Source: an optimization exercise on an open RTL-to-GDS flow (aim: small area, a short achievable clock period and few clock cycles per item). Production flows keep margins and buffers that such runs may drop.
In this exercise RTL edits were held to simulation tests only and were not proved equivalent to the original.

==> flow/design.v (outline; a module is shown in full before it is edited, if it fits) <==
// module pixcorr: 199 lines
// module pc_dsub: 154 lines
// module pc_gsub: 154 lines
// module pc_iy: 642 lines
// module pc_ig: 585 lines
// module pc_mul: 1047 lines
// module pc_add18: 150 lines
module pixcorr (
    input  wire        clk,
    input  wire        rst,
    input  wire        in_valid,
    input  wire        in_last,
    input  wire [15:0] in_data,
    input  wire        in_sat,
    input  wire        in_defpix,
    input  wire        in_uncorr,
    input  wire [15:0] dark_a,
    input  wire [15:0] gain_a,
    input  wire [15:0] dark_b,
    input  wire [15:0] gain_b,
    input  wire [7:0]  weight,
    output reg         out_valid,
    output reg         out_last,
    output reg  [15:0] out_data,
    output reg         out_sat,
    output reg         out_defpix,
    output reg         out_interp
);
  // ...
==> flow/flow/run.sh <==
#!/bin/bash
# The standard layout with two changes:
#  - after synthesis, flow/fixpol.py removes the inverters that Yosys's
#    full-adder extraction leaves around full adders (flipping adders and
#    swapping simple gates for their complements instead);
#  - the port buffers are buf_2 cells instead of the resizer's default.
# Each tool's output goes to a log file of its own in this folder.
set -euo pipefail
R=$PWD/orfs/results/$FLOW_PLATFORM/pixcorr/base
LIB=$FLOW_HOME/platforms/$FLOW_PLATFORM/lib/sky130_fd_sc_hd__tt_025C_1v80.lib
EXTRA=(BUFFER_PORTS_ARGS="-buffer_cell sky130_fd_sc_hd__buf_2")
bash standard.sh "${EXTRA[@]}" "$R/1_2_yosys.v" > synth.log 2>&1
cp "$R/1_2_yosys.v" yosys_netlist.v
python3 flow/fixpol.py "$LIB" yosys_netlist.v "$R/1_2_yosys.v" > fixpol.log 2>&1
bash standard.sh "${EXTRA[@]}" > layout.log 2>&1
==> flow/flow/fixpol.py <==
#!/usr/bin/env python3
"""Polarity clean-up of a Yosys gate-level netlist for sky130hd.

Yosys's full-adder extraction leaves many inverters between full adders and
their neighbours. A full adder is self-dual, fa(~a,~b,~c) = ~fa(a,b,c), so
each one may be flipped (inputs and outputs complemented), and a simple gate
may be swapped for its complement (and2 <-> nand2, ...). This script removes
every inverter that does not drive a port, chooses flips and swaps by local
search to minimise the area of the inverters it then has to put back plus the
area change of the swapped gates, and writes the netlist again. Registers and
every other cell are kept as they are.

usage: fixpol.py LIB IN.v OUT.v
"""

import re
import sys

P = "sky130_fd_sc_hd__"
OUT_PINS = {"X", "Y", "Q", "Q_N", "SUM", "COUT", "HI", "LO"}
PAIRS = [
    ("and2_1", "X", "nand2_1", "Y"), ("or2_1", "X", "nor2_1", "Y"),
    ("xor2_1", "X", "xnor2_1", "Y"), ("and3_1", "X", "nand3_1", "Y"),
    ("or3_1", "X", "nor3_1", "Y"), ("and4_1", "X", "nand4_1", "Y"),
    ("or4_1", "X", "nor4_1", "Y"), ("a21o_1", "X", "a21oi_1", "Y"),
    ("o21a_1", "X", "o21ai_0", "Y"), ("a22o_1", "X", "a22oi_1", "Y"),
    ("o22a_1", "X", "o22ai_1", "Y"), ("a211o_1", "X", "a211oi_1", "Y"),
    ("o211a_1", "X", "o211ai_1", "Y"), ("a31o_1", "X", "a31oi_1", "Y"),
    ("o31a_1", "X", "o31ai_1", "Y"), ("a32o_1", "X", "a32oi_1", "Y"),
    ("a2bb2o_1", "X", "a2bb2oi_1", "Y"), ("o2bb2a_1", "X", "o2bb2ai_1", "Y"),
    ("xnor3_1", "X", "xor3_1", "X"),
]
COMP = {}
for a, pa, b, pb in PAIRS:
    COMP[P + a] = (P + b, pa, pb)
    COMP[P + b] = (P + a, pb, pa)
INV = re.compile(r"^sky130_fd_sc_hd__(clk)?inv_\d+$")


def lib_areas(path):
    areas = {}
    cell = None
    for line in open(path):
        m = re.match(r"\s*cell\s*\(\s*\"?([\w]+)\"?\s*\)", line)
        if m:
            cell = m.group(1)
            continue
        m = re.match(r"\s*area\s*:\s*([0-9.]+)", line)
        if m and cell and cell not in areas:
            areas[cell] = float(m.group(1))
    return areas


def main():
    lib, src, dst = sys.argv[1:4]
    areas = lib_areas(lib)
    a_inv = areas[P + "inv_1"]
    text = open(src).read()
    mstart = text.index("module ")
    header_end = text.index(");", mstart) + 2
    header = text[mstart:header_end]
    body = text[header_end:text.rindex("endmodule")]

    outputs = set()
    for m in re.finditer(r"^\s*output\s+(\[[^\]]+\]\s*)?([^;]+);", body, re.M):
        rng, names = m.group(1), m.group(2)
        for nm in names.split(","):
            nm = nm.strip()
            if rng:
                hi, lo = [int(x) for x in rng.strip()[1:-1].split(":")]
                for i in range(min(hi, lo), max(hi, lo) + 1):
                    outputs.add("%s[%d]" % (nm, i))
            else:
                outputs.add(nm)

    decl_lines = []
    insts = []
    pos = 0
    inst_re = re.compile(r"^\s*(sky130_fd_sc_hd__\w+)\s+(\S+)\s*\((.*?)\);\s*$", re.M | re.S)
    first_inst = None
    for m in inst_re.finditer(body):
        if first_inst is None:
            first_inst = m.start()
        conns = {}
        for pm in re.finditer(r"\.(\w+)\(([^()]*)\)", m.group(3)):
            conns[pm.group(1)] = pm.group(2).strip()
        insts.append([m.group(1), m.group(2), conns])
    decls = body[:first_inst]
    rest = body[first_inst:]
    # anything but instances after the first instance would be lost
    leftover = inst_re.sub("", rest).strip()
    if leftover:
        raise SystemExit("unexpected netlist text: %r" % leftover[:200])

    driver = {}
    for k, (cell, name, conns) in enumerate(insts):
        for pin, net in conns.items():
            if pin in OUT_PINS:
                driver[net] = (k, pin)

    removable = set()
    for k, (cell, name, conns) in enumerate(insts):
        if INV.match(cell) and conns["Y"] not in outputs:
            removable.add(k)

    lit_cache = {}

    def lit(net):
        if net in lit_cache:
            return lit_cache[net]
        d = driver.get(net)
        if d is not None and d[0] in removable:
            r, p = lit(insts[d[0]][2]["A"])
            res = (r, p ^ 1)
        else:
            res = (net, 0)
        lit_cache[net] = res
        return res

    # variables: FA flips and gate swaps; root -> variable
    fa_ids = [k for k, (c, n, cc) in enumerate(insts) if c == P + "fa_1" and k not in removable]
    var_of_root = {}
    var_cost = {}
    var_roots = {}
    for k in fa_ids:
        conns = insts[k][2]
        rs = [conns["SUM"], conns["COUT"]]
        if any(r in outputs for r in rs):
            continue
        v = ("fa", k)
        for r in rs:
            var_of_root[r] = v
        var_cost[v] = 0.0
        var_roots[v] = rs
    for k, (cell, name, conns) in enumerate(insts):
        if cell in COMP and k not in removable:
            comp, pin, _ = COMP[cell]
            r = conns.get(pin)
            if r is None or r in outputs or comp not in areas:
                continue
            v = ("g", k)
            var_of_root[r] = v
            var_cost[v] = areas[comp] - areas[cell]
            var_roots[v] = [r]

    # demands: root -> list of (pol, var or None)
    demands = {}
    fa_inputs = {}
    for k, (cell, name, conns) in enumerate(insts):
        if k in removable:
            continue
        is_fa = ("fa", k) in var_cost
        for pin, net in conns.items():
            if pin in OUT_PINS:
                continue
            r, p = lit(net)
            demands.setdefault(r, []).append((p, ("fa", k) if is_fa else None))
    for net in outputs:
        r, p = lit(net)
        if (r, p) != (net, 0):
            raise SystemExit("output %s behind a removable inverter" % net)

    val = {v: 0 for v in var_cost}
    var_demand_roots = {}
    for r, ds in demands.items():
        for p, v in ds:
            if v is not None:
                var_demand_roots.setdefault(v, set()).add(r)

    def root_cost(r):
        ds = demands.get(r)
        if not ds:
            return 0.0
        v = var_of_root.get(r)
        pr = val[v] if v is not None else 0
        for p, dv in ds:
            q = p ^ (val[dv] if dv is not None else 0)
            if q != pr:
                return a_inv
        return 0.0

    def affected(v):
        s = set(var_roots.get(v, []))
        s |= var_demand_roots.get(v, set())
        return s

    def total():
        c = sum(root_cost(r) for r in demands)
        c += sum(var_cost[v] for v in val if val[v])
        return c

    start = total()
    order = sorted(val)

    def greedy():
        for it in range(30):
            improved = 0
            for v in order:
                rs = affected(v)
                before = sum(root_cost(r) for r in rs) + (var_cost[v] if val[v] else 0)
                val[v] ^= 1
                after = sum(root_cost(r) for r in rs) + (var_cost[v] if val[v] else 0)
                if after < before - 1e-9:
                    improved += 1
                else:
                    val[v] ^= 1
            if not improved:
                break

    greedy()
    # simulated annealing from the greedy result, keeping the best state
    import math
    import random
    rnd = random.Random(1)
    cur = total()
    best, best_val = cur, dict(val)
    aff = {v: list(affected(v)) for v in order}
    moves = 40 * len(order) + 1
    for step in range(moves):
        temp = 4.0 * (0.002 / 4.0) ** (step / moves)
        v = order[rnd.randrange(len(order))]
        rs = aff[v]
        before = sum(root_cost(r) for r in rs) + (var_cost[v] if val[v] else 0)
        val[v] ^= 1
        after = sum(root_cost(r) for r in rs) + (var_cost[v] if val[v] else 0)
        d = after - before
        if d <= 0 or rnd.random() < math.exp(-d / temp):
            cur += d
            if cur < best - 1e-9:
                best, best_val = cur, dict(val)
        else:
            val[v] ^= 1
    val.update(best_val)
    greedy()
    end = total()

    # rewrite
    new_wires = []
    inv_of = {}
    out_insts = []
    ninv = [0]

    def phys(r, q):
        v = var_of_root.get(r)
        pr = val[v] if v is not None else 0
        if q == pr:
            return r
        if r not in inv_of:
            ninv[0] += 1
            w = "fxn_%d" % ninv[0]
            new_wires.append(w)
            inv_of[r] = w
            out_insts.append([P + "inv_1", "fxinv_%d" % ninv[0], {"A": r, "Y": w}])
        return inv_of[r]

    kept = []
    for k, (cell, name, conns) in enumerate(insts):
        if k in removable:
            continue
        flip = 0
        if ("fa", k) in val:
            flip = val[("fa", k)]
        newconns = {}
        for pin, net in conns.items():
            if pin in OUT_PINS:
                newconns[pin] = net
                continue
            r, p = lit(net)
            newconns[pin] = phys(r, p ^ flip)
        if ("g", k) in val and val[("g", k)]:
            comp, pin, cpin = COMP[cell]
            newconns[cpin] = newconns.pop(pin)
            cell = comp
        kept.append([cell, name, newconns])

    lines = [text[:mstart], header, decls]
    for w in new_wires:
        lines.append("  wire %s;\n" % w)
    for cell, name, conns in kept + out_insts:
        cs = ",\n".join("    .%s(%s)" % (p, n if not n.startswith("\\") else n + " ") for p, n in conns.items())
        lines.append("  %s %s (\n%s\n  );\n" % (cell, name, cs))
    lines.append("endmodule\n")
    open(dst, "w").write("".join(lines))
    sys.stderr.write("fixpol: %d inverters removed, %d added; %d fa flipped, %d gates swapped; "
                     "area %.1f -> %.1f (inverters + swaps)\n" % (
                         len(removable), ninv[0],
                         sum(1 for v in val if v[0] == "fa" and val[v]),
                         sum(1 for v in val if v[0] == "g" and val[v]),
                         start + 0, end))


if __name__ == "__main__":
    main()
==> flow/standard.sh <==
#!/bin/bash
# synth_recipe.tcl (not shown) runs the flow's synth.tcl, then flattens the netlist and writes it again
# the make line also repeats each setting of config.mk as NAME=value (left out here)
make -C /OpenROAD-flow-scripts/flow DESIGN_CONFIG=/design/flow/config.mk WORK_HOME=/design/flow/orfs CLKGATE_MAP_FILE= SYNTH_SCRIPT=/design/flow/synth_recipe.tcl "${@:-finish}"
==> flow/config.mk <==
export PLATFORM = sky130hd
export DESIGN_NAME = pixcorr
export DESIGN_NICKNAME = pixcorr
export VERILOG_FILES = /design/flow/design.v
export SDC_FILE = /design/flow/constraint.sdc
export NUM_CORES = 4
export LEC_CHECK = 0
export CAP_MARGIN = 20
export CORE_MARGIN = 2
export CORE_UTILIZATION = 40
export CTS_CLUSTER_DIAMETER = 100
export CTS_CLUSTER_SIZE = 30
export SLEW_MARGIN = 20
==> flow/constraint.sdc <==
create_clock -name core_clock -period 34.0 [get_ports {clk}]
set_input_delay 6.8000 -clock core_clock [delete_from_list [all_inputs] [get_ports {clk}]]
set_output_delay 6.8000 -clock core_clock [all_outputs]
set_load 0.01 [all_outputs]
==> run notes, run 1 <==
top sig layer=met4; Sum Neg Setup Slack=0 ns; number of flip-flops in the largest register=18; slew margin rel.=0.306; hold slack=0.324 ns; tap cells=782; max-slew violations=0; RD Place Congestion=0.831; routed wl met2=29400 um; Final Setup Violations=0; # clock sinks=220; share of layout cells above drive strength 1=0.0763; status=finished clean; maxcap violations=0; fin crit period=7.81 ns; CTS Buf Count=17; Routed Antenna Nets=0; footprint of the multi-input gates=18700 um2; CP arrival=1.01 ns; Layout Nets=3215; sequential share of cell area=0.172; DP HPWL=46000 um; via count=17300; Worst Reg-to-Reg Cells=27; unrepaired setup endpoints after global routing=no; Fill cells=5693; hold crit path type=flop to flop; Clock-cell share=0.0251; inverter count=248; YS warnings=3; DIE WIDTH=252 um; crit-path cells=buf_2; Metal-1 WL=25300 um; Worst setup SP type=flop; Post-Synthesis Cells=2418; Hold Crit Depth=0; Clock Path Buffers=3; largest net degree at the start of global routing=42; Pre-Repair DR Iteration Count=7; post-cts sizing count=0
Testbench counts, summed over its fixed seeds: cycles 105,949, pixels 105,901.
==> inputs of run 2 (changes only) <==
--- a/flow/config.mk
+++ b/flow/config.mk
@@ -10,4 +10,4 @@
 export CORE_UTILIZATION = 40
-export CTS_CLUSTER_DIAMETER = 100
-export CTS_CLUSTER_SIZE = 30
+export CTS_CLUSTER_DIAMETER = 80
+export CTS_CLUSTER_SIZE = 25
 export SLEW_MARGIN = 20
==> run 2 against run 1 <==
- still clean on timing, DRC and antenna
- sequential share of layout area about the same
- core utilization increased by 0.11 points
- global-route usage decreased by 0.057 points
- die area unchanged
- fmax about the same
- synthesized cell count unchanged
- clock skew decreased by 0.022 ns
- worst setup slack improved by 0.0029 ns
- critical endpoint is now out_data[1]
==> run notes, run 2 <==
max-slew violations=0 (unchanged); share of layout cells above drive strength 1=0.0778 (+0.00147); Die Ht=252 um; reg2reg start=r0_da[0]$_DFF_P_; Setup WS post-layout=26.20 ns; Worst setup SP type=flop; Pre-Repair DR Iteration Count=6 (-1); H-Tree Depth=1; vias in the first global route=19000; Critical Path Slowest Stage Cell=dfxtp_1; critical path fanouts, max=1; unrepaired setup endpoints after global routing=no; FF-to-FF setup slack=26.63 ns; CTS Hold Bufs=0; final WL=58900 um; DIE WIDTH=252 um (unchanged); # rows=90; first-pass GRT wire length=97500 um; commonest non-fill, non-tap cell in the layout=fa_1; critical path type=flop to primary output; clk root buf=clkbuf_16; Final Util=0.440; status=finished clean; Die ar.=63300 um2; dpl cell area=25900 um2; # clock sinks=220 (unchanged); crit-path cells=buf_2; Core ar.=60500 um2; via count=17300 (-0.035%); GRT overflow=0; Area Overhead vs Synth=8.66%; Post-Synthesis Cells=2418 (unchanged); Worst Reg-to-Reg Cells=27 (unchanged); CP Buf/Inv Count=1; Sum Neg Setup Slack=0 ns (unchanged); Hold EP=a_last$_DFF_P_; final period utilization=0.230; Final Hold Viols=0; slew margin rel.=0.314 (+0.00820); RD Place Congestion=0.831 (unchanged); DP HPWL=46000 um (unchanged); number of flip-flops in the largest register=18 (unchanged); Critical Path RT=27.20 ns; io pins=116; Final Setup Violations=0 (unchanged); Post-Syn Nets=3141; hold crit path type=flop to flop; initial antenna violation count=1; GRT Util Overall=0.192; Hold Crit Depth=0 (unchanged); average wire per standard cell=17.9 um; Initial Util=0.405; Fmax=128 MHz; Post-CTS Setup Bufs=0; Final Cell Area=26600 um2; drt drc=0; clock insertion delay at the later pin of the skew report=0.56 ns; Hold Path Origin=r1_last$_DFF_P_; fin crit period=7.80 ns (-0.00290 ns); Reg clk slew, reported paths=0.09 ns; post-cts sizing count=0 (unchanged); Cell Count, Final, Fillers Out=3289; Fill cells=5684 (-0.16%); routed vias/inst=5.26; maxcap violations=0 (unchanged); Layout Skew=0.0386 ns; CTS tree=yes; largest net degree at the start of global routing=42 (unchanged); Slew @ Worst Pin=1.00 ns; DR iter-0 viols=927; Crit path largest cell delay=0.33 ns; Setup crit end kind=primary output; Reg with most FFs=r1_y; worst r2r dst=r1_y[17]$_DFF_P_; CP startpoint=out_data[1]$_DFF_P_; CP arrival=1.00 ns (about the same); Avg Inst Size Synth=10.1 um2; YS warnings=3 (unchanged); Clock Path Buffers=3 (unchanged); CTS Buf Count=19 (+2); Layout Nets=3217 (+0.062%); number of I/O port buffers=115; ANT cells=0; commonest non-fill, non-tap cells in the layout=453 x fa_1, 314 x and2_1, 253 x nand2_1, 248 x inv_1, 203 x dfxtp_1; Mapped Area=24500 um2; Routed Antenna Nets=0 (unchanged); Inst Count DP=3254; pre-CTS WS=26.61 ns; CP top delay family=flip-flops
[run 2: layout make-up]
type	instances	area [um2]	share of cell area
clock inverter	14	251	0.00944
clock buffer	20	479	0.0180
inverter	248	931	0.0350
multi-input combinational	1871	18700	0.702
sequential	220	4570	0.172
timing repair buffer	134	726	0.0272
tap	782	978	0.0367
[run 2: per-layer routing]
metal | share of wire | vias up | GRT usage
met5 | 0.00019 | - | 0
met2 | 0.50 | 461 | 0.341
met3 | 0.049 | 107 | 0.0236
met1 | 0.43 | 8711 | 0.244
met4 | 0.025 | 2 | 0.0566
li1 | - | 8003 | -
[run 2: worst max-delay path by stage]
stage                                   to  slack [ns]  cells after the start
final                          out_data[1]       26.20                      1
after global routing      r1_y[17]$_DFF_P_       26.10                     27
after CTS                      out_data[0]       26.16                      1
after detailed placement  r1_y[17]$_DFF_P_       26.61                     27
after global placement    r0_fault$_DFF_P_       26.70                      2
after floorplan           r0_fault$_DFF_P_       26.81                      1
[run 2: through the flow]
stage / hold slack (ns)
floorplan: 0.310
global placement: 0.315
detailed placement: 0.312
CTS: 0.331
global route: 0.346
finish: 0.334
==> inputs of run 3 (changes only) <==
--- a/flow/flow/run.sh
+++ b/flow/flow/run.sh
@@ -5,3 +5,4 @@
 #    swapping simple gates for their complements instead);
-#  - the port buffers are buf_2 cells instead of the resizer's default.
+#  - the port buffers are buf_2 cells instead of the resizer's default;
+#  - clock tree synthesis adds no dummy loads.
 # Each tool's output goes to a log file of its own in this folder.
@@ -10,3 +11,4 @@
 LIB=$FLOW_HOME/platforms/$FLOW_PLATFORM/lib/sky130_fd_sc_hd__tt_025C_1v80.lib
-EXTRA=(BUFFER_PORTS_ARGS="-buffer_cell sky130_fd_sc_hd__buf_2")
+EXTRA=(BUFFER_PORTS_ARGS="-buffer_cell sky130_fd_sc_hd__buf_2"
+       CTS_ARGS="-sink_clustering_enable -repair_clock_nets -dont_use_dummy_load -sink_clustering_size 30 -sink_clustering_max_diameter 100")
 bash standard.sh "${EXTRA[@]}" "$R/1_2_yosys.v" > synth.log 2>&1
--- a/flow/config.mk
+++ b/flow/config.mk
@@ -10,4 +10,2 @@
 export CORE_UTILIZATION = 40
-export CTS_CLUSTER_DIAMETER = 80
-export CTS_CLUSTER_SIZE = 25
 export SLEW_MARGIN = 20
==> run 3 against run 2 <==
- synthesized cell count is the same
- critical path type unchanged
- fmax is essentially flat
- still clean on timing, DRC and antenna
- synthesized area is the same
- global-route usage about the same
- largest cell class unchanged
==> run notes, run 3 <==
status=finished clean; Worst setup SP type=flop; Final Setup Violations=0 (unchanged); # clock sinks=220 (unchanged); routed vias/inst=5.28 (+0.50%); Final Hold Viols=0 (unchanged); Setup WS post-layout=26.20 ns (+0.00770 ns); average wire per standard cell=18.0 um (+0.63%); Final Cell Area=26300 um2 (-1.1%); Post-Syn Nets=3141 (unchanged); Inst Count DP=3254 (unchanged); unrepaired setup endpoints after global routing=no; Reg clk slew, reported paths=0.11 ns (+0.02 ns); commonest non-fill, non-tap cell in the layout=fa_1; YS warnings=3 (unchanged); Slew @ Worst Pin=1.04 ns (+0.0394 ns); Final Util=0.435 (-0.00505); Clock Path Buffers=3 (unchanged); Area Overhead vs Synth=7.41%; slew margin rel.=0.304 (-0.00971); H-Tree Depth=1 (unchanged); DIE WIDTH=252 um (unchanged); drt drc=0 (unchanged); Sum Neg Setup Slack=0 ns (unchanged); hold crit path type=flop to flop; largest net degree at the start of global routing=42 (unchanged); GRT Util Overall=0.192 (about the same); share of layout cells above drive strength 1=0.0719 (-0.00589); fin crit period=7.80 ns (-0.00770 ns); Critical Path Slowest Stage Cell=dfxtp_1; Post-CTS Setup Bufs=0 (unchanged); max-slew violations=0 (unchanged); clock insertion delay at the later pin of the skew report=0.56 ns (about the same); hold slack=0.280 ns (-0.0547 ns); Hold Crit Depth=0 (unchanged); post-cts sizing count=0 (unchanged); first-pass GRT wire length=97500 um (about the same); final WL=59000 um (+0.11%); CP top delay family=flip-flops; CTS tree=yes; clk root buf=clkbuf_16; number of flip-flops in the largest register=18 (unchanged); dpl cell area=25900 um2 (unchanged); Die ar.=63300 um2 (unchanged); Mapped Area=24500 um2 (unchanged); Die Ht=252 um (unchanged); vias in the first global route=18900 (-0.21%); Avg Inst Size Synth=10.1 um2 (unchanged); DP HPWL=46000 um (unchanged); Cell Count, Final, Fillers Out=3272 (-0.52%); Fill cells=5711 (+0.48%); # rows=90 (unchanged); critical path fanouts, max=1 (unchanged); Fmax=128 MHz (about the same); Layout Nets=3215 (-0.062%); Critical Path RT=27.20 ns (about the same); Core ar.=60500 um2 (unchanged); Worst Reg-to-Reg Cells=27 (unchanged); Reg with most FFs=r1_y; DR iter-0 viols=1005 (+8.4%); maxcap violations=0 (unchanged); Pre-Repair DR Iteration Count=5 (-1); pre-CTS WS=26.61 ns (unchanged); io pins=116 (unchanged); initial antenna violation count=0 (-1); ANT cells=0 (unchanged); Setup crit end kind=primary output; CTS Buf Count=17 (-2); CP arrival=1.00 ns (about the same); crit-path cells=buf_2; Post-Synthesis Cells=2418 (unchanged); CTS Hold Bufs=0 (unchanged); RD Place Congestion=0.831 (unchanged); critical path type=flop to primary output; Layout Skew=0.102 ns (+0.0632 ns); Initial Util=0.405 (unchanged); commonest non-fill, non-tap cells in the layout=453 x fa_1, 314 x and2_1, 253 x nand2_1, 248 x inv_1, 203 x dfxtp_1; Crit path largest cell delay=0.31 ns (-0.02 ns); GRT overflow=0 (unchanged); final period utilization=0.229 (about the same); via count=17300 (-0.017%); Routed Antenna Nets=0 (unchanged); Levels on crit path=1 (unchanged); number of I/O port buffers=115 (unchanged); CP Buf/Inv Count=1 (unchanged)
run 3: worst paths after layout:
kind / start / to / slack, ns
worst max-delay path: out_data[11]$_DFF_P_ / out_data[11] / 26.20
worst min-delay path: a_val[9]$_SDFF_PP1_ / b_val[9]$_DFF_P_ / 0.28
worst max register to register: r0_da[0]$_DFF_P_ / r1_y[17]$_DFF_P_ / 26.57
worst min register to register: a_val[9]$_SDFF_PP1_ / b_val[9]$_DFF_P_ / 0.28
run 3: metal layers:
layer  wire [um]  part of all wire  track usage
met4        1590             0.027       0.0583
met2       29200              0.49        0.342
met1       25200              0.43        0.244
met3        3010             0.051       0.0213
met5           0                 0            0
run 3: final cells by class:
| type | count | area, um2 | share of cell area |
|---|---|---|---|
| clock buffer | 17 | 425 | 0.0162 |
| inverter | 248 | 931 | 0.0354 |
| multi-input combinational | 1871 | 18700 | 0.710 |
| sequential | 220 | 4570 | 0.174 |
| tap | 782 | 978 | 0.0372 |
| timing repair buffer | 134 | 726 | 0.0276 |
==> inputs of run 4 (changes only) <==
--- a/flow/flow/run.sh
+++ b/flow/flow/run.sh
@@ -12,3 +12,3 @@
 EXTRA=(BUFFER_PORTS_ARGS="-buffer_cell sky130_fd_sc_hd__buf_2"
-       CTS_ARGS="-sink_clustering_enable -repair_clock_nets -dont_use_dummy_load -sink_clustering_size 30 -sink_clustering_max_diameter 100")
+       CTS_ARGS="-sink_clustering_enable -repair_clock_nets -dont_use_dummy_load")
 bash standard.sh "${EXTRA[@]}" "$R/1_2_yosys.v" > synth.log 2>&1
==> run 4 against run 3 <==
- still clean on timing, DRC and antenna
- first-iteration DRC count shrank 1.9%
- die area is the same
- sequential share of layout area shrank 0.15 points
- final area grew 0.86%
- worst hold slack gained 0.040 ns
- non-clock buffer count is the same
==> run notes, run 4 <==
average wire per standard cell=18.0 um (-0.24%); commonest non-fill, non-tap cells in the layout=453 x fa_1, 314 x and2_1, 253 x nand2_1, 248 x inv_1, 203 x dfxtp_1; post-cts sizing count=0 (unchanged); RD Place Congestion=0.831 (unchanged); max-slew violations=0 (unchanged); Cell Count, Final, Fillers Out=3281 (+0.28%); Critical Path RT=27.20 ns (about the same); GR Util met2=0.340 (-0.00253); Final Hold Viols=0 (unchanged); CTS Hold Bufs=0 (unchanged); met1 Track Usage GR=0.245 (+0.000718); Post-Synthesis Cells=2418 (unchanged); critical path type=flop to primary output; dpl cell area=25900 um2 (unchanged); Mapped Area=24500 um2 (unchanged); pre-CTS WS=26.61 ns (unchanged); Die Ht=252 um (unchanged); Inst Count DP=3254 (unchanged); # clock sinks=220 (unchanged); CP startpoint=out_data[0]$_DFF_P_; unrepaired setup endpoints after global routing=no; Levels on crit path=1 (unchanged); status=finished clean; vias in the first global route=19000 (+0.39%); H-Tree Depth=1 (unchanged); DIE WIDTH=252 um (unchanged); DR iter-0 viols=986 (-1.9%); Reg with most FFs=r1_y; drt drc=0 (unchanged); final period utilization=0.230 (+0.000324); CTS tree=yes; Sum Neg Setup Slack=0 ns (unchanged); Post-Syn Nets=3141 (unchanged); Core ar.=60500 um2 (unchanged); Critical Path Slowest Stage Cell=dfxtp_1; FF-to-FF setup slack=26.62 ns (+0.05 ns); Initial Util=0.405 (unchanged); Setup WS post-layout=26.19 ns (-0.0110 ns); Worst setup endpoint=out_data[0]; crit-path cells=buf_2; hold crit path type=flop to flop; routed vias/inst=5.28 (about the same); clock insertion delay at the later pin of the skew report=0.57 ns (about the same); worst r2r dst=r1_y[17]$_DFF_P_; number of flip-flops in the largest register=18 (unchanged); Fmax=128 MHz (-0.14%); # rows=90 (unchanged); Avg Inst Size Synth=10.1 um2 (unchanged); Layout Nets=3224 (+0.28%); Die ar.=63300 um2 (unchanged); Post-CTS Setup Bufs=0 (unchanged); number of I/O port buffers=115 (unchanged); CP arrival=1.01 ns (about the same); reg2reg start=r0_da[0]$_DFF_P_; via count=17300 (+0.26%); Final Setup Violations=0 (unchanged); Worst setup SP type=flop; Pre-Repair DR Iteration Count=8 (+3); GRT Util Overall=0.192 (about the same); gr busiest metal=met2; ANT cells=0 (unchanged); first-pass GRT wire length=97400 um (about the same); Routed Antenna Nets=0 (unchanged); Worst Reg-to-Reg Cells=27 (unchanged); CP top delay family=flip-flops; Reg clk slew, reported paths=0.06 ns (-0.05 ns); share of layout cells above drive strength 1=0.0752 (+0.00334); YS warnings=3 (unchanged); clk root buf=clkbuf_16; Area Overhead vs Synth=8.33%; fin crit period=7.81 ns (+0.0110 ns); M3 GR Usage=0.0222 (+0.000929); CTS Buf Count=26 (+9); CP Buf/Inv Count=1 (unchanged); maxcap violations=0 (unchanged); Clock Path Buffers=3 (unchanged); GRT overflow=0 (unchanged); critical path fanouts, max=1 (unchanged); Slew @ Worst Pin=1.03 ns (-0.0150 ns); Final Cell Area=26600 um2 (+0.86%); commonest non-fill, non-tap cell in the layout=fa_1; Layout Skew=0.0531 ns (-0.0487 ns); largest net degree at the start of global routing=42 (unchanged); Setup crit end kind=primary output; io pins=116 (unchanged); final WL=59000 um (about the same); Final Util=0.439 (+0.00372); DP HPWL=46000 um (unchanged); initial antenna violation count=0 (unchanged); Crit path largest cell delay=0.32 ns (about the same); slew margin rel.=0.310 (+0.00618); hold slack=0.320 ns (+0.0404 ns)
[run 4: final cells by class]
cell class	count	area, um2
fillers	5690	33900
multi-input cells	1871	18700
flip-flops and latches	220	4570
well taps	782	978
inverters	248	931
repair buffers	134	726
clock buffers	26	651
[run 4: how the worst min path moves through the flow]
stage / start / slack [ns] / end / cells past startpoint
3_5_place_dp: r1_last$_DFF_P_ / 0.31 / a_last$_DFF_P_ / 0
4_1_cts: r1_last$_DFF_P_ / 0.32 / a_last$_DFF_P_ / 0
5_1_grt: b_fault$_DFF_P_ / 0.33 / p_fault$_DFF_P_ / 0
3_3_place_gp: r1_fault$_DFF_P_ / 0.32 / a_fault$_DFF_P_ / 0
2_1_floorplan: r1_fault$_DFF_P_ / 0.31 / a_fault$_DFF_P_ / 0
6_report: r1_last$_DFF_P_ / 0.32 / a_last$_DFF_P_ / 0
[run 4: routing by layer]
layer,vias up,wire [um]
met5,-,0
met4,0,1630
met3,112,2840
met2,462,29300
met1,8749,25300
li1,8003,-
==> inputs of run 5 (changes only) <==
==> flow/flow/run.sh (replaced) <==
#!/bin/bash
# The standard layout with these changes:
#  - after synthesis, flow/fixpol.py removes the inverters that Yosys's
#    full-adder extraction leaves around full adders (flipping adders and
#    swapping simple gates for their complements instead);
#  - the port buffers are buf_2 cells instead of the resizer's default, and
#    flow/swapbuf.tcl makes the input ones buf_1 after global placement;
#  - clock tree synthesis adds no dummy loads.
# Each tool's output goes to a log file of its own in this folder.
set -euo pipefail
R=$PWD/orfs/results/$FLOW_PLATFORM/pixcorr/base
LIB=$FLOW_HOME/platforms/$FLOW_PLATFORM/lib/sky130_fd_sc_hd__tt_025C_1v80.lib
EXTRA=(BUFFER_PORTS_ARGS="-buffer_cell sky130_fd_sc_hd__buf_2"
       CTS_ARGS="-sink_clustering_enable -repair_clock_nets -dont_use_dummy_load -sink_clustering_size 30 -sink_clustering_max_diameter 100")
bash standard.sh "${EXTRA[@]}" "$R/1_2_yosys.v" > synth.log 2>&1
cp "$R/1_2_yosys.v" yosys_netlist.v
python3 flow/fixpol.py "$LIB" yosys_netlist.v "$R/1_2_yosys.v" > fixpol.log 2>&1
bash standard.sh "${EXTRA[@]}" "$R/3_3_place_gp.odb" > place.log 2>&1
SWAP_ODB="$R/3_3_place_gp.odb" openroad -no_init -exit flow/swapbuf.tcl > swapbuf.log 2>&1
bash standard.sh "${EXTRA[@]}" > layout.log 2>&1
--- a/flow/flow/fixpol.py
+++ b/flow/flow/fixpol.py
@@ -217,3 +217,3 @@
     aff = {v: list(affected(v)) for v in order}
-    moves = 40 * len(order) + 1
+    moves = 4000 * len(order) + 1
     for step in range(moves):
==> flow/flow/swapbuf.tcl (new file) <==
# Input port buffers: buf_1 instead of buf_2 (each drives one flip-flop).
read_db $::env(SWAP_ODB)
set block [ord::get_db_block]
set m [[ord::get_db] findMaster sky130_fd_sc_hd__buf_1]
set n 0
foreach inst [$block getInsts] {
  if {[[$inst getMaster] getName] ne "sky130_fd_sc_hd__buf_2"} { continue }
  set net [[$inst findITerm A] getNet]
  if {$net eq "NULL" || [$net getSigType] eq "CLOCK" || [$net getName] eq "clk"} { continue }
  set bterms [$net getBTerms]
  if {[llength $bterms] != 1 || [[lindex $bterms 0] getIoType] ne "INPUT"} { continue }
  $inst swapMaster $m
  incr n
}
puts "swapbuf: $n input buffers now buf_1"
write_db $::env(SWAP_ODB)
--- a/flow/config.mk
+++ b/flow/config.mk
@@ -9,3 +9,3 @@
 export CORE_MARGIN = 2
-export CORE_UTILIZATION = 40
+export CORE_UTILIZATION = 65
 export SLEW_MARGIN = 20
==> run 5 against run 4 <==
- still clean
- core utilization rose by 26 points
- first-iteration DRC count rose by 14%
- via count rose by 1.5%
- synthesized area fell by 1.7%
- sequential cell count did not move
- fmax rose by 0.44%
- register-to-register slack improved by 0.11 ns
- worst hold slack got worse by 0.0020 ns
- routed wire length fell by 4.8%
- highest routed layer unchanged
==> run notes, run 5 <==
Worst setup SP type=flop; CP arrival=0.97 ns (-0.04 ns); Die Ht=197 um (-22%); unrepaired setup endpoints after global routing=no; Hold Path Origin=a_val[1]$_SDFF_PP1_; Routed Antenna Nets=0 (unchanged); crit-path cells=buf_2; status=finished clean; io pins=116 (unchanged); Final Hold Viols=0 (unchanged); DIE WIDTH=197 um (-22%); Final Setup Violations=0 (unchanged); footprint of the multi-input gates=18300 um2 (-2.2%); Area Overhead vs Synth=5.33%; critical path type=flop to primary output; reg2reg start=r0_da[0]$_DFF_P_; Mapped Area=24100 um2 (-1.7%); Sum Neg Setup Slack=0 ns (unchanged); fin crit period=7.77 ns (-0.0345 ns); dpl cell area=25000 um2 (-3.3%); CTS tree=yes; CP Buf/Inv Count=1 (unchanged); Hold Crit Depth=0 (unchanged); Fill cells=2877 (-49%); Die ar.=38600 um2 (-39%); Reg clk slew, reported paths=0.11 ns (+0.05 ns); # clock sinks=220 (unchanged); Final Util=0.695 (+0.256); slew margin rel.=0.247 (-0.0635); number of I/O port buffers=115 (unchanged); final period utilization=0.229 (-0.00101); Core ar.=36500 um2 (-40%); worst r2r dst=r1_y[17]$_DFF_P_; Crit path largest cell delay=0.34 ns (+0.02 ns); Reg with most FFs=r1_y; routed vias/inst=5.93 (+12%); CTS Hold Bufs=0 (unchanged); clock insertion delay at the later pin of the skew report=0.51 ns (-0.06 ns); Post-Syn Nets=3142 (+0.032%); DR iter-0 viols=1127 (+14%); commonest non-fill, non-tap cells in the layout=453 x fa_1, 418 x nand2_1, 249 x inv_1, 203 x dfxtp_1, 175 x ha_1; average wire per standard cell=19.0 um (+5.4%); Critical Path Slowest Stage Cell=dfxtp_1; FF-to-FF setup slack=26.73 ns (+0.11 ns); Critical Path RT=27.20 ns (about the same); number of flip-flops in the largest register=18 (unchanged); Clock Path Buffers=3 (unchanged); Hold EP=b_val[1]$_DFF_P_; DP HPWL=43500 um (-5.4%); max-slew violations=0 (unchanged); Worst Reg-to-Reg Cells=26 (-3.7%); hold crit path type=flop to flop; Initial Util=0.660 (+0.255); Pre-Repair DR Iteration Count=10 (+2); YS warnings=3 (unchanged); critical path fanouts, max=1 (unchanged); CTS Buf Count=14 (-46%); Layout Nets=3220 (-0.12%); Final Cell Area=25400 um2 (-4.4%); Avg Inst Size Synth=9.96 um2 (-1.7%); final WL=56200 um (-4.8%); GRT overflow=0 (unchanged); GRT Util Overall=0.305 (+0.113); CP top delay family=flip-flops; RD Place Congestion=0.865 (+4.2%); ANT cells=0 (unchanged); # rows=70 (-22%); first-pass GRT wire length=93600 um (-3.9%); drt drc=0 (unchanged); Fmax=129 MHz (+0.44%); vias in the first global route=18900 (-0.65%); commonest non-fill, non-tap cell in the layout=fa_1; H-Tree Depth=1 (unchanged); post-cts sizing count=0 (unchanged); share of layout cells above drive strength 1=0.0357 (-0.0396); Slew @ Worst Pin=1.13 ns (+0.102 ns); Post-Synthesis Cells=2419 (+0.041%); initial antenna violation count=0 (unchanged); clk root buf=clkbuf_16; maxcap violations=0 (unchanged); Post-CTS Setup Bufs=0 (unchanged); Layout Skew=0.0605 ns (+0.00740 ns); Seq. cell area=4570 um2 (unchanged); Setup crit end kind=primary output; via count=17600 (+1.5%); largest net degree at the start of global routing=42 (unchanged)
==> run 5: worst reg2reg max path, stage by stage, from the launching register on <==
cell and delay [ns]:
dfxtp_1 0.33, inv_1 0.05, ha_1 0.20, fa_1 0.36
inv_1 0.09, a21o_1 0.12, a21oi_1 0.10, o21bai_1 0.18
a21oi_1 0.15, a21oi_1 0.21, o21ai_0 0.21, a221oi_1 0.99
and2_1 0.26, fa_1 0.43, fa_1 0.43, fa_1 0.45
fa_1 0.42, fa_1 0.47, ha_1 0.36, a21o_1 0.20
a21o_1 0.19, a21o_1 0.19, a21oi_1 0.13, o21ai_0 0.14
a21oi_1 0.23, nand2_1 0.10, a311oi_1 0.27
==> run 5: worst max-delay path by stage <==
| stage | depth (start not counted) | endpoint | startpoint |
|---|---|---|---|
| 3_5_place_dp | 2 | r0_fault$_DFF_P_ | in_uncorr |
| 5_1_grt | 1 | out_data[2] | out_data[2]$_DFF_P_ |
| 2_1_floorplan | 1 | r0_fault$_DFF_P_ | in_uncorr |
| 4_1_cts | 1 | out_data[2] | out_data[2]$_DFF_P_ |
| 6_report | 1 | out_data[2] | out_data[2]$_DFF_P_ |
| 3_3_place_gp | 2 | r0_fault$_DFF_P_ | in_uncorr |
==> run 5: area by class of cell <==
type                            count  area share
Inverter                          249      0.0368
Timing Repair Buffer              141      0.0260
Multi-Input combinational cell   1871       0.720
Sequential cell                   220       0.180
Clock buffer                       14      0.0138
Tap cell                          468      0.0231
==> run 5: stage by stage <==
step	hold WS, ns	setup slack [ns]	cells
6_report	0.318	26.23	2963
4_1_cts	0.311	26.22	2962
3_3_place_gp	0.311	26.70	2948
5_1_grt	0.312	26.19	2963
3_5_place_dp	0.320	26.74	2948
2_1_floorplan	0.310	26.81	2419
==> run 5: per-layer routing <==
layer / wire [um] / GRT usage / part of all wire / vias to the layer above
met5: 0 / 0 / 0 / -
met4: 1570 / 0.0898 / 0.028 / 0
met3: 4010 / 0.0440 / 0.071 / 135
li1: - / - / - / 7982
met2: 27200 / 0.514 / 0.48 / 683
met1: 23400 / 0.413 / 0.42 / 8782
==> inputs of run 6 (changes only) <==
--- a/flow/config.mk
+++ b/flow/config.mk
@@ -9,3 +9,3 @@
 export CORE_MARGIN = 2
-export CORE_UTILIZATION = 65
+export CORE_UTILIZATION = 40
 export SLEW_MARGIN = 20
==> run 6 against run 5 <==
- critical endpoint is now out_last
- non-clock buffer count fell by 4
- critical path depth did not move
- largest cell class unchanged
- worst setup slack got worse by 0.0065 ns
- highest routed layer unchanged
==> run notes, run 6 <==
status=finished clean; Slew @ Worst Pin=1.09 ns (-0.0353 ns); Area Overhead vs Synth=6.97%; Die ar.=62200 um2 (+61%); Core ar.=59200 um2 (+62%); Avg Inst Size Synth=9.96 um2 (unchanged); fin crit period=7.78 ns (+0.00650 ns); io pins=116 (unchanged); CTS Hold Bufs=0 (unchanged); Final Hold Viols=0 (unchanged); number of flip-flops in the largest register=18 (unchanged); maxcap violations=0 (unchanged); GRT overflow=0 (unchanged); Fmax=129 MHz (about the same); Pre-Repair DR Iteration Count=5 (-5); # rows=89 (+27%); RD Place Congestion=0.889 (+2.7%); crit-path cells=buf_2; final WL=58100 um (+3.4%); footprint of the multi-input gates=18300 um2 (unchanged); DR iter-0 viols=1018 (-9.7%); hold crit path type=flop to flop; hold slack=0.294 ns (-0.0239 ns); slew margin rel.=0.270 (+0.0236); initial antenna violation count=1 (+1); Post-CTS Setup Bufs=0 (unchanged); drt drc=0 (unchanged); share of layout cells above drive strength 1=0.0353 (-0.000373); post-cts sizing count=0 (unchanged); Reg clk slew, reported paths=0.10 ns (about the same); critical path type=flop to primary output; ANT cells=0 (unchanged); Post-Syn Nets=3142 (unchanged); Crit path largest cell delay=0.33 ns (about the same); Inst Count DP=3250 (+10%); # clock sinks=220 (unchanged); Layout Skew=0.0584 ns (-0.00213 ns); first-pass GRT wire length=98000 um (+4.7%); Levels on crit path=1 (unchanged); Layout Nets=3218 (-0.062%); CP arrival=0.98 ns (about the same); via count=17500 (-0.64%); Clock Path Buffers=3 (unchanged); commonest non-fill, non-tap cell in the layout=fa_1; GRT Util Overall=0.192 (-0.113); CTS tree=yes; Initial Util=0.407 (-0.253); CTS Buf Count=16 (+2); largest net degree at the start of global routing=42 (unchanged); Routed Antenna Nets=0 (unchanged); H-Tree Depth=1 (unchanged); unrepaired setup endpoints after global routing=no; Hold Crit Depth=0 (unchanged); CP Buf/Inv Count=1 (unchanged); routed vias/inst=5.35 (-9.9%); YS warnings=3 (unchanged); DIE WIDTH=249 um (+27%); clock insertion delay at the later pin of the skew report=0.52 ns (about the same); Worst Reg-to-Reg Cells=26 (unchanged); Die Ht=249 um (+27%); Fill cells=5731 (+99%); Seq. cell area=4580 um2 (about the same); Mapped Area=24100 um2 (unchanged); clk root buf=clkbuf_16; critical path fanouts, max=1 (unchanged); CP top delay family=flip-flops; average wire per standard cell=17.8 um (-6.2%); max-slew violations=0 (unchanged); Final Setup Violations=0 (unchanged); Cell Count, Final, Fillers Out=3266 (+10%); Worst setup SP type=flop; commonest non-fill, non-tap cells in the layout=453 x fa_1, 418 x nand2_1, 249 x inv_1, 202 x dfxtp_1, 175 x ha_1; Setup WS post-layout=26.22 ns (-0.00650 ns); final period utilization=0.229 (about the same); pre-CTS WS=26.47 ns (-0.264 ns); number of I/O port buffers=115 (unchanged); DP HPWL=44800 um (+3.1%); vias in the first global route=19400 (+2.7%); Post-Synthesis Cells=2419 (unchanged); Critical Path Slowest Stage Cell=dfxtp_1; Reg with most FFs=r1_y; Sum Neg Setup Slack=0 ns (unchanged); Critical Path RT=27.20 ns (about the same); Setup crit end kind=primary output
[run 6: through the flow]
| stage | util | instance area, um2 |
|---|---|---|
| after floorplan | - | 24100 |
| after global placement | 0.430 | 25500 |
| after detailed placement | 0.428 | 25400 |
| after CTS | 0.435 | 25800 |
| after global routing | 0.435 | 25800 |
| final | 0.435 | 25800 |
[run 6: path summary, 6_finish.rpt]
kind              slack [ns]               end                 from
setup / recovery       26.22          out_last     out_last$_DFF_P_
hold / removal          0.29  b_val[5]$_DFF_P_  a_val[5]$_SDFF_PP1_
hold reg to reg         0.29  b_val[5]$_DFF_P_  a_val[5]$_SDFF_PP1_
setup reg to reg       26.47  r1_y[17]$_DFF_P_     r0_da[0]$_DFF_P_
[run 6: layout make-up]
class	instances	area share
multi-input cells	1871	0.709
flip-flops and latches	220	0.177
well taps	773	0.0375
inverters	249	0.0363
repair buffers	137	0.0242
clock buffers	16	0.0155
[run 6: routing by layer]
metal,track usage,vias up,part of all wire
met5,0,-,0
met4,0.0534,0,0.025
met1,0.249,8877,0.43
met3,0.0212,101,0.049
li1,-,7983,-
met2,0.339,508,0.49
==> inputs of run 7 (changes only) <==
--- a/flow/flow/run.sh
+++ b/flow/flow/run.sh
@@ -2,2 +2,5 @@
 # The standard layout with these changes:
+#  - synthesis skips the early "abc -fast" pass inside Yosys's synth command
+#    (SYNTH_ARGS=-noabc), so full adders are extracted from the RTL's own
+#    gate structure; registers and the rest of the synthesis are unchanged;
 #  - after synthesis, flow/fixpol.py removes the inverters that Yosys's
@@ -12,3 +15,4 @@
 LIB=$FLOW_HOME/platforms/$FLOW_PLATFORM/lib/sky130_fd_sc_hd__tt_025C_1v80.lib
-EXTRA=(BUFFER_PORTS_ARGS="-buffer_cell sky130_fd_sc_hd__buf_2"
+EXTRA=(SYNTH_ARGS=-noabc
+       BUFFER_PORTS_ARGS="-buffer_cell sky130_fd_sc_hd__buf_2"
        CTS_ARGS="-sink_clustering_enable -repair_clock_nets -dont_use_dummy_load -sink_clustering_size 30 -sink_clustering_max_diameter 100")
==> run 7 against run 6 <==
- still clean on timing, DRC and antenna
- clock skew rose by 0.021 ns
- fmax fell by 2.2%
- routed wire length fell by 2.4%
- clock-buffer cell count fell by 1
- sequential cell count did not move
- non-clock buffer count fell by 4
- critical endpoint is now r1_y[17]$_DFF_P_
- largest cell class unchanged
==> run notes, run 7 <==
CTS Buf Count=15 (-1); Pre-Repair DR Iteration Count=6 (+1); Layout Skew=0.0798 ns (+0.0214 ns); commonest non-fill, non-tap cells in the layout=453 x fa_1, 341 x nand2_1, 203 x dfxtp_1, 203 x inv_1, 184 x and2_1; Routed Antenna Nets=0 (unchanged); Sum Neg Setup Slack=0 ns (unchanged); maxcap violations=0 (unchanged); Setup crit end kind=flop; clock insertion delay at the later pin of the skew report=0.54 ns (+0.02 ns); DR iter-0 viols=899 (-12%); Post-Synthesis Cells=2342 (-3.2%); Die ar.=61700 um2 (-0.82%); CP arrival=8.37 ns (+7.39 ns); max-slew violations=0 (unchanged); Reg clk slew, reported paths=0.09 ns (about the same); average wire per standard cell=17.8 um (about the same); Core ar.=59000 um2 (-0.38%); initial antenna violation count=0 (-1); fin crit period=7.95 ns (+0.174 ns); Worst setup SP type=flop; ANT cells=0 (unchanged); critical path fanouts, max=8 (+7); number of I/O port buffers=115 (unchanged); hold crit path type=flop to flop; Final Setup Violations=0 (unchanged); routed vias/inst=5.28 (-1.3%); hold slack=0.331 ns (+0.0364 ns); Crit path top cell by count=fa_1; RD Place Congestion=0.865 (-2.7%); Crit path largest cell delay=0.52 ns (+0.19 ns); first-pass GRT wire length=95700 um (-2.3%); largest net degree at the start of global routing=35 (-17%); Initial Util=0.405 (-0.00188); CTS Hold Bufs=0 (unchanged); Inst Count DP=3169 (-2.5%); commonest non-fill, non-tap cell in the layout=fa_1; CP Buf/Inv Count=1 (unchanged); share of layout cells above drive strength 1=0.0332 (-0.00213); vias in the first global route=18500 (-4.4%); number of flip-flops in the largest register=18 (unchanged); Critical Path RT=34.41 ns (+7.21 ns); post-cts sizing count=0 (unchanged); Avg Inst Size Synth=10.2 um2 (+2.4%); final WL=56700 um (-2.4%); H-Tree Depth=1 (unchanged); Final Hold Viols=0 (unchanged); Cell Count, Final, Fillers Out=3185 (-2.5%); Layout Nets=3139 (-2.5%); Area Overhead vs Synth=6.89% (about the same); drt drc=0 (unchanged); Post-CTS Setup Bufs=0 (unchanged); slew margin rel.=0.388 (+0.117); DIE WIDTH=248 um (-0.41%); Critical Path Slowest Stage Cell=fa_1; io pins=116 (unchanged); Fmax=126 MHz (-2.2%); via count=16800 (-3.8%); Clock Path Buffers=3 (unchanged); # clock sinks=220 (unchanged); # rows=89 (unchanged); GRT overflow=0 (unchanged); unrepaired setup endpoints after global routing=no; DP HPWL=44100 um (-1.7%); GRT Util Overall=0.186 (-0.00564); CTS tree=yes; YS warnings=3 (unchanged); status=finished clean; Post-Syn Nets=3067 (-2.4%); critical path type=flop to flop; final period utilization=0.234 (+0.00512); Reg with most FFs=r1_y; clk root buf=clkbuf_16; CP top delay family=adder cells; Die Ht=248 um (-0.41%); Mapped Area=23900 um2 (-0.84%); Slew @ Worst Pin=0.917 ns (-0.177 ns); Final Util=0.433 (-0.00230)
-- run 7: path summary, 6_finish.rpt --
path	depth (start not counted)	to	slack (ns)	start
worst max-delay path	27	r1_y[17]$_DFF_P_	26.05	r0_da[0]$_DFF_P_
worst max register to register	27	r1_y[17]$_DFF_P_	26.05	r0_da[0]$_DFF_P_
worst min register to register	0	r1_fsat$_DFF_P_	0.33	r0_sat$_DFF_P_
worst min-delay path	0	r1_fsat$_DFF_P_	0.33	r0_sat$_DFF_P_
-- run 7: per-stage QoR --
| stage | cell area, um2 | worst slack, ns |
|---|---|---|
| 2_1_floorplan | 23900 | 26.69 |
| 3_3_place_gp | 25300 | 26.15 |
| 3_5_place_dp | 25200 | 26.02 |
| 4_1_cts | 25500 | 25.97 |
| 5_1_grt | 25500 | 25.47 |
| 6_report | 25500 | 26.05 |
-- run 7: metal layers --
metal | share of wire | GRT usage | vias to the layer above | wire, um
met5 | 0 | 0 | - | 0
met4 | 0.017 | 0.0387 | 0 | 948
met3 | 0.050 | 0.0207 | 69 | 2830
met2 | 0.49 | 0.322 | 456 | 27800
met1 | 0.44 | 0.252 | 8584 | 25100
li1 | - | - | 7701 | -
-- run 7: area by class of cell --
| class | count | area [um2] |
|---|---|---|
| repair buffers | 133 | 591 |
| fillers | 5692 | 33500 |
| flip-flops and latches | 220 | 4570 |
| multi-input cells | 1841 | 18300 |
| inverters | 203 | 762 |
| clock buffers | 15 | 375 |
| well taps | 773 | 967 |
==> inputs of run 8 (changes only) <==
--- a/flow/flow/run.sh
+++ b/flow/flow/run.sh
@@ -2,5 +2,2 @@
 # The standard layout with these changes:
-#  - synthesis skips the early "abc -fast" pass inside Yosys's synth command
-#    (SYNTH_ARGS=-noabc), so full adders are extracted from the RTL's own
-#    gate structure; registers and the rest of the synthesis are unchanged;
 #  - after synthesis, flow/fixpol.py removes the inverters that Yosys's
@@ -15,4 +12,3 @@
 LIB=$FLOW_HOME/platforms/$FLOW_PLATFORM/lib/sky130_fd_sc_hd__tt_025C_1v80.lib
-EXTRA=(SYNTH_ARGS=-noabc
-       BUFFER_PORTS_ARGS="-buffer_cell sky130_fd_sc_hd__buf_2"
+EXTRA=(BUFFER_PORTS_ARGS="-buffer_cell sky130_fd_sc_hd__buf_2"
        CTS_ARGS="-sink_clustering_enable -repair_clock_nets -dont_use_dummy_load -sink_clustering_size 30 -sink_clustering_max_diameter 100")
--- a/flow/flow/fixpol.py
+++ b/flow/flow/fixpol.py
@@ -134,2 +134,9 @@
         var_roots[v] = rs
+    # a half adder may take both inputs complemented if it is rebuilt as
+    # xor2 (sum) + nor2 (carry), of the same area; its outputs stay as they are
+    for k, (cell, name, conns) in enumerate(insts):
+        if cell == P + "ha_1" and k not in removable:
+            v = ("ha", k)
+            var_cost[v] = 0.0
+            var_roots[v] = []
     for k, (cell, name, conns) in enumerate(insts):
@@ -151,3 +158,3 @@
             continue
-        is_fa = ("fa", k) in var_cost
+        iv = ("fa", k) if ("fa", k) in var_cost else ("ha", k) if ("ha", k) in var_cost else None
         for pin, net in conns.items():
@@ -156,3 +163,3 @@
             r, p = lit(net)
-            demands.setdefault(r, []).append((p, ("fa", k) if is_fa else None))
+            demands.setdefault(r, []).append((p, iv))
     for net in outputs:
@@ -262,2 +269,4 @@
             flip = val[("fa", k)]
+        if ("ha", k) in val:
+            flip = val[("ha", k)]
         newconns = {}
@@ -273,2 +282,7 @@
             cell = comp
+        if ("ha", k) in val and val[("ha", k)]:
+            ia, ib = newconns["A"], newconns["B"]
+            kept.append([P + "xor2_1", name + "_hx", {"A": ia, "B": ib, "X": newconns["SUM"]}])
+            kept.append([P + "nor2_1", name + "_hn", {"A": ia, "B": ib, "Y": newconns["COUT"]}])
+            continue
         kept.append([cell, name, newconns])
@@ -283,2 +297,3 @@
     open(dst, "w").write("".join(lines))
+    sys.stderr.write("fixpol: %d half adders split into xor2 + nor2\n" % sum(1 for v in val if v[0] == "ha" and val[v]))
     sys.stderr.write("fixpol: %d inverters removed, %d added; %d fa flipped, %d gates swapped; "
==> run 8 against run 7 <==
- synthesized cell count increased by 4.0%
- core utilization about the same
- final area decreased by 2.0%
- routed wire length decreased by 0.94%
- sequential share of layout area increased by 0.38 points
- global-route usage increased by 0.57 points
- clock skew decreased by 0.023 ns
- non-clock buffer count increased by 1
- via count increased by 3.7%
- final cell count increased by 2.7%
- clock-buffer cell count unchanged
- critical endpoint is now out_data[14]
- highest routed layer unchanged
==> run notes, run 8 <==
crit-path cells=buf_2; CTS Buf Count=15 (unchanged); final WL=56100 um (-0.94%); # rows=88 (-1.1%); RD Place Congestion=0.847 (-2.0%); Post-Syn Nets=3048 (-0.62%); H-Tree Depth=1 (unchanged); average wire per standard cell=17.2 um (-3.5%); Crit path largest cell delay=0.32 ns (-0.20 ns); # clock sinks=220 (unchanged); critical path type=flop to primary output; status=finished clean; Avg Inst Size Synth=9.61 um2 (-5.8%); max-slew violations=0 (unchanged); Fmax=129 MHz (+2.5%); first-pass GRT wire length=94900 um (-0.93%); initial antenna violation count=0 (unchanged); final period utilization=0.228 (-0.00562); Pre-Repair DR Iteration Count=9 (+3); Setup crit end kind=primary output; critical path fanouts, max=1 (-7); Final Setup Violations=0 (unchanged); unrepaired setup endpoints after global routing=no; Cell Count, Final, Fillers Out=3271 (+2.7%); maxcap violations=0 (unchanged); Sum Neg Setup Slack=0 ns (unchanged); clock insertion delay at the later pin of the skew report=0.52 ns (-0.02 ns); slew margin rel.=0.318 (-0.0692); Critical Path Slowest Stage Cell=dfxtp_1; commonest non-fill, non-tap cells in the layout=541 x nand2_1, 453 x fa_1, 202 x dfxtp_1, 196 x nor2_1, 161 x inv_1; Clock Path Buffers=3 (unchanged); io pins=116 (unchanged); Hold Crit Depth=0 (unchanged); GRT Util Overall=0.192 (+0.00568); drt drc=0 (unchanged); clk root buf=clkbuf_16; CTS Hold Bufs=0 (unchanged); vias in the first global route=19000 (+2.3%); DR iter-0 viols=1233 (+37%); post-cts sizing count=0 (unchanged); share of layout cells above drive strength 1=0.0335 (+0.000352); Final Hold Viols=0 (unchanged); ANT cells=0 (unchanged); GRT overflow=0 (unchanged); Initial Util=0.405 (about the same); commonest non-fill, non-tap cell in the layout=nand2_1; Fill cells=5619 (-1.3%); routed vias/inst=5.33 (+0.94%); Reg with most FFs=r1_y; Post-Synthesis Cells=2436 (+4.0%); CP top delay family=flip-flops; YS warnings=3 (unchanged); Routed Antenna Nets=0 (unchanged); Inst Count DP=3255 (+2.7%); Reg clk slew, reported paths=0.10 ns (about the same); via count=17400 (+3.7%); DP HPWL=43400 um (-1.5%); hold crit path type=flop to flop; number of I/O port buffers=115 (unchanged); Core ar.=57800 um2 (-2.1%); fin crit period=7.76 ns (-0.191 ns); Levels on crit path=1 (-96%); Layout Nets=3120 (-0.61%); DIE WIDTH=246 um (-1.0%); Die Ht=246 um (-1.0%); Worst setup SP type=flop; Worst Reg-to-Reg Cells=24 (-11%); largest net degree at the start of global routing=42 (+20%); Mapped Area=23400 um2 (-2.1%); Post-CTS Setup Bufs=0 (unchanged); number of flip-flops in the largest register=18 (unchanged); Slew @ Worst Pin=1.02 ns (+0.104 ns); Layout Skew=0.0572 ns (-0.0226 ns); Area Overhead vs Synth=6.92% (about the same); CP Buf/Inv Count=1 (unchanged); CTS tree=yes; Die ar.=60500 um2 (-2.0%); Critical Path RT=27.20 ns (-7.21 ns); CP arrival=0.96 ns (-7.41 ns)
-- run 8: cell types whose count changed in the layout (fill, tap and decap cells not counted), moves of 42 or more --
cell	previous run	this run
inv_1	203	161
nand2_1	341	541
nor2_1	93	196
ha_1	177	64
xor2_1	27	127
and2_1	184	26
nor2b_1	91	40
-- run 8: metrics by stage --
| step | util | setup WS (ns) | area, um2 | hold slack, ns |
|---|---|---|---|---|
| floorplan | - | 26.81 | 23400 | 0.310 |
| global placement | 0.428 | 26.70 | 24800 | 0.316 |
| detailed placement | 0.426 | 26.73 | 24600 | 0.319 |
| CTS | 0.433 | 26.21 | 25000 | 0.284 |
| global route | 0.433 | 26.18 | 25000 | 0.277 |
| finish | 0.433 | 26.24 | 25000 | 0.282 |
-- run 8: final cells by class --
| class | count | area [um2] | share of cell area |
|---|---|---|---|
| Clock buffer | 15 | 375 | 0.0150 |
| Inverter | 161 | 604 | 0.0241 |
| Multi-Input combinational cell | 1976 | 17900 | 0.716 |
| Sequential cell | 220 | 4580 | 0.183 |
| Tap cell | 765 | 957 | 0.0382 |
| Timing Repair Buffer | 134 | 598 | 0.0239 |
-- run 8: metal layers --
metal,global-route usage,routed length [um],vias to the layer above
met3,0.0210,3150,81
li1,-,-,8029
met4,0.0501,1130,0
met5,0,0,-
met1,0.253,24400,8744
met2,0.335,27400,573
-- run 8: worst paths after layout --
check                  startpoint  slack [ns]               end
max reg2reg      r0_ga[2]$_DFF_P_       26.79  r1_g[12]$_DFF_P_
min reg2reg   a_val[8]$_SDFF_PP1_        0.28  b_val[8]$_DFF_P_
max          out_data[14]$_DFF_P_       26.24      out_data[14]
min           a_val[8]$_SDFF_PP1_        0.28  b_val[8]$_DFF_P_
==> inputs of run 9 (changes only) <==
--- a/flow/flow/fixpol.py
+++ b/flow/flow/fixpol.py
@@ -6,3 +6,5 @@
 each one may be flipped (inputs and outputs complemented), and a simple gate
-may be swapped for its complement (and2 <-> nand2, ...). This script removes
+may be swapped for its complement (and2 <-> nand2, ...), and a half adder
+may take both inputs complemented when rebuilt as xor2 (sum) + nor2 (carry),
+of the same area. This script removes
 every inverter that does not drive a port, chooses flips and swaps by local
==> run 9 against run 8 <==
- non-clock buffer count is the same
- first-iteration DRC count is the same
- final cell count is the same
- synthesized area is the same
- final area is the same
- largest cell class unchanged
==> run notes, run 9 <==
Reg with most FFs=r1_y; clk root buf=clkbuf_16; io pins=116 (unchanged); DP HPWL=43400 um (unchanged); GRT Util Overall=0.192 (unchanged); reg2reg start=r0_ga[2]$_DFF_P_; Avg Inst Size Synth=9.61 um2 (unchanged); Worst Reg-to-Reg Cells=24 (unchanged); CP top delay family=flip-flops; drt drc=0 (unchanged); Crit path largest cell delay=0.32 ns (about the same); CP arrival=0.96 ns (about the same); Slew @ Worst Pin=1.02 ns (unchanged); Hold EP=b_val[8]$_DFF_P_; share of layout cells above drive strength 1=0.0335 (unchanged); Post-CTS Setup Bufs=0 (unchanged); Clock Path Buffers=3 (unchanged); Sum Neg Setup Slack=0 ns (unchanged); via count=17400 (unchanged); CP Buf/Inv Count=1 (unchanged); clock insertion delay at the later pin of the skew report=0.52 ns (about the same); H-Tree Depth=1 (unchanged); worst r2r dst=r1_g[12]$_DFF_P_; CTS Buf Count=15 (unchanged); CTS tree=yes; number of flip-flops in the largest register=18 (unchanged); crit-path cells=buf_2; Final Util=0.433 (unchanged); Final Hold Viols=0 (unchanged); Post-Synthesis Cells=2436 (unchanged); max-slew violations=0 (unchanged); DIE WIDTH=246 um (unchanged); Fill cells=5619 (unchanged); Mapped Area=23400 um2 (unchanged); Pre-Repair DR Iteration Count=9 (unchanged); Setup crit end kind=primary output; YS warnings=3 (unchanged); commonest non-fill, non-tap cells in the layout=541 x nand2_1, 453 x fa_1, 202 x dfxtp_1, 196 x nor2_1, 161 x inv_1; Hold Crit Depth=0 (unchanged); Final Setup Violations=0 (unchanged); Hold Path Origin=a_val[8]$_SDFF_PP1_; first-pass GRT wire length=94900 um (unchanged); Post-Syn Nets=3048 (unchanged); critical path type=flop to primary output; CTS Hold Bufs=0 (unchanged); hold crit path type=flop to flop; ANT cells=0 (unchanged); Die ar.=60500 um2 (unchanged); slew margin rel.=0.318 (unchanged); post-cts sizing count=0 (unchanged); GRT overflow=0 (unchanged); Critical Path Slowest Stage Cell=dfxtp_1; unrepaired setup endpoints after global routing=no; routed vias/inst=5.33 (unchanged); FF-to-FF setup slack=26.79 ns (about the same); Die Ht=246 um (unchanged); Reg clk slew, reported paths=0.10 ns (about the same); # rows=88 (unchanged); Area Overhead vs Synth=6.92% (unchanged); largest net degree at the start of global routing=42 (unchanged); Fmax=129 MHz (unchanged); final WL=56100 um (unchanged); number of I/O port buffers=115 (unchanged); status=finished clean; fin crit period=7.76 ns (unchanged); final period utilization=0.228 (unchanged); Layout Skew=0.0572 ns (unchanged); maxcap violations=0 (unchanged); Core ar.=57800 um2 (unchanged); average wire per standard cell=17.2 um (unchanged); RD Place Congestion=0.847 (unchanged); Worst setup SP type=flop; Layout Nets=3120 (unchanged); initial antenna violation count=0 (unchanged); DR iter-0 viols=1233 (unchanged); critical path fanouts, max=1 (unchanged); commonest non-fill, non-tap cell in the layout=nand2_1; Initial Util=0.405 (unchanged); vias in the first global route=19000 (unchanged); # clock sinks=220 (unchanged); Critical Path RT=27.20 ns (about the same); Routed Antenna Nets=0 (unchanged)
[run 9: routing by layer]
| metal | global-route usage | vias to the layer above | wire (um) |
|---|---|---|---|
| met4 | 0.0501 | 0 | 1130 |
| met2 | 0.335 | 573 | 27400 |
| met5 | 0 | - | 0 |
| met3 | 0.0210 | 81 | 3150 |
| met1 | 0.253 | 8744 | 24400 |
| li1 | - | 8029 | - |
[run 9: final cells by class]
class                   instances  area [um2]  share of cell area
repair buffers                134         598              0.0239
clock buffers                  15         375              0.0150
well taps                     765         957              0.0382
flip-flops and latches        220        4580               0.183
multi-input cells            1976       17900               0.716
inverters                     161         604              0.0241
[run 9: worst max path at each step]
stage / cells after the start / start / to
3_5_place_dp: 2 / in_uncorr / r0_fault$_DFF_P_
4_1_cts: 1 / out_data[14]$_DFF_P_ / out_data[14]
6_report: 1 / out_data[14]$_DFF_P_ / out_data[14]
5_1_grt: 1 / out_data[14]$_DFF_P_ / out_data[14]
2_1_floorplan: 1 / in_uncorr / r0_fault$_DFF_P_
3_3_place_gp: 2 / in_uncorr / r0_fault$_DFF_P_
[run 9: stage by stage]
step / cells / cell area (um2) / setup WS, ns / hold WS, ns
after global routing: 3271 / 25000 / 26.18 / 0.277
after CTS: 3270 / 25000 / 26.21 / 0.284
after global placement: 3255 / 24800 / 26.70 / 0.316
final: 3271 / 25000 / 26.24 / 0.282
after floorplan: 2436 / 23400 / 26.81 / 0.310
after detailed placement: 3255 / 24600 / 26.73 / 0.319

## port drivers added, routing unchanged
The flow's constraints put no driver on any port. The routed layouts listed below were extracted and timed again, unchanged, in two steps. Step 1 assumes that a clkbuf_16 drives the clock port and a buf_2 every other input. Step 2, shift: input delay + t, output delay - t, t = (earliest + latest rising clock arrival at the registers) / 2. This alone moves slack from input paths to output paths. Slacks: no drivers / after step 1 / after step 2; pairs: no drivers / after step 1.
run | t (ns) | setup WS [ns] | worst register clock-pin slew, ns | worst slew at a driven data input, ns
run 1 | 0.587 | 26.194 / 26.140 / 26.591 | 0.11 / 0.11 | 0.04
run 2 | 0.591 | 26.197 / 26.142 / 26.630 | 0.09 / 0.09 | 0.04
run 3 | 0.564 | 26.204 / 26.149 / 26.573 | 0.11 / 0.11 | 0.04
run 4 | 0.592 | 26.193 / 26.138 / 26.616 | 0.06 / 0.06 | 0.04
run 5 | 0.533 | 26.228 / 26.175 / 26.708 | 0.11 / 0.11 | 0.04
run 6 | 0.553 | 26.221 / 26.160 / 26.474 | 0.10 / 0.10 | 0.04
run 7 | 0.547 | 26.047 / 26.047 / 26.047 | 0.11 / 0.11 | 0.05
run 8 | 0.548 | 26.238 / 26.183 / 26.732 | 0.10 / 0.10 | 0.03
run 9 | 0.548 | 26.238 / 26.183 / 26.732 | 0.10 / 0.10 | 0.03
After both steps every run listed still meets setup and hold.
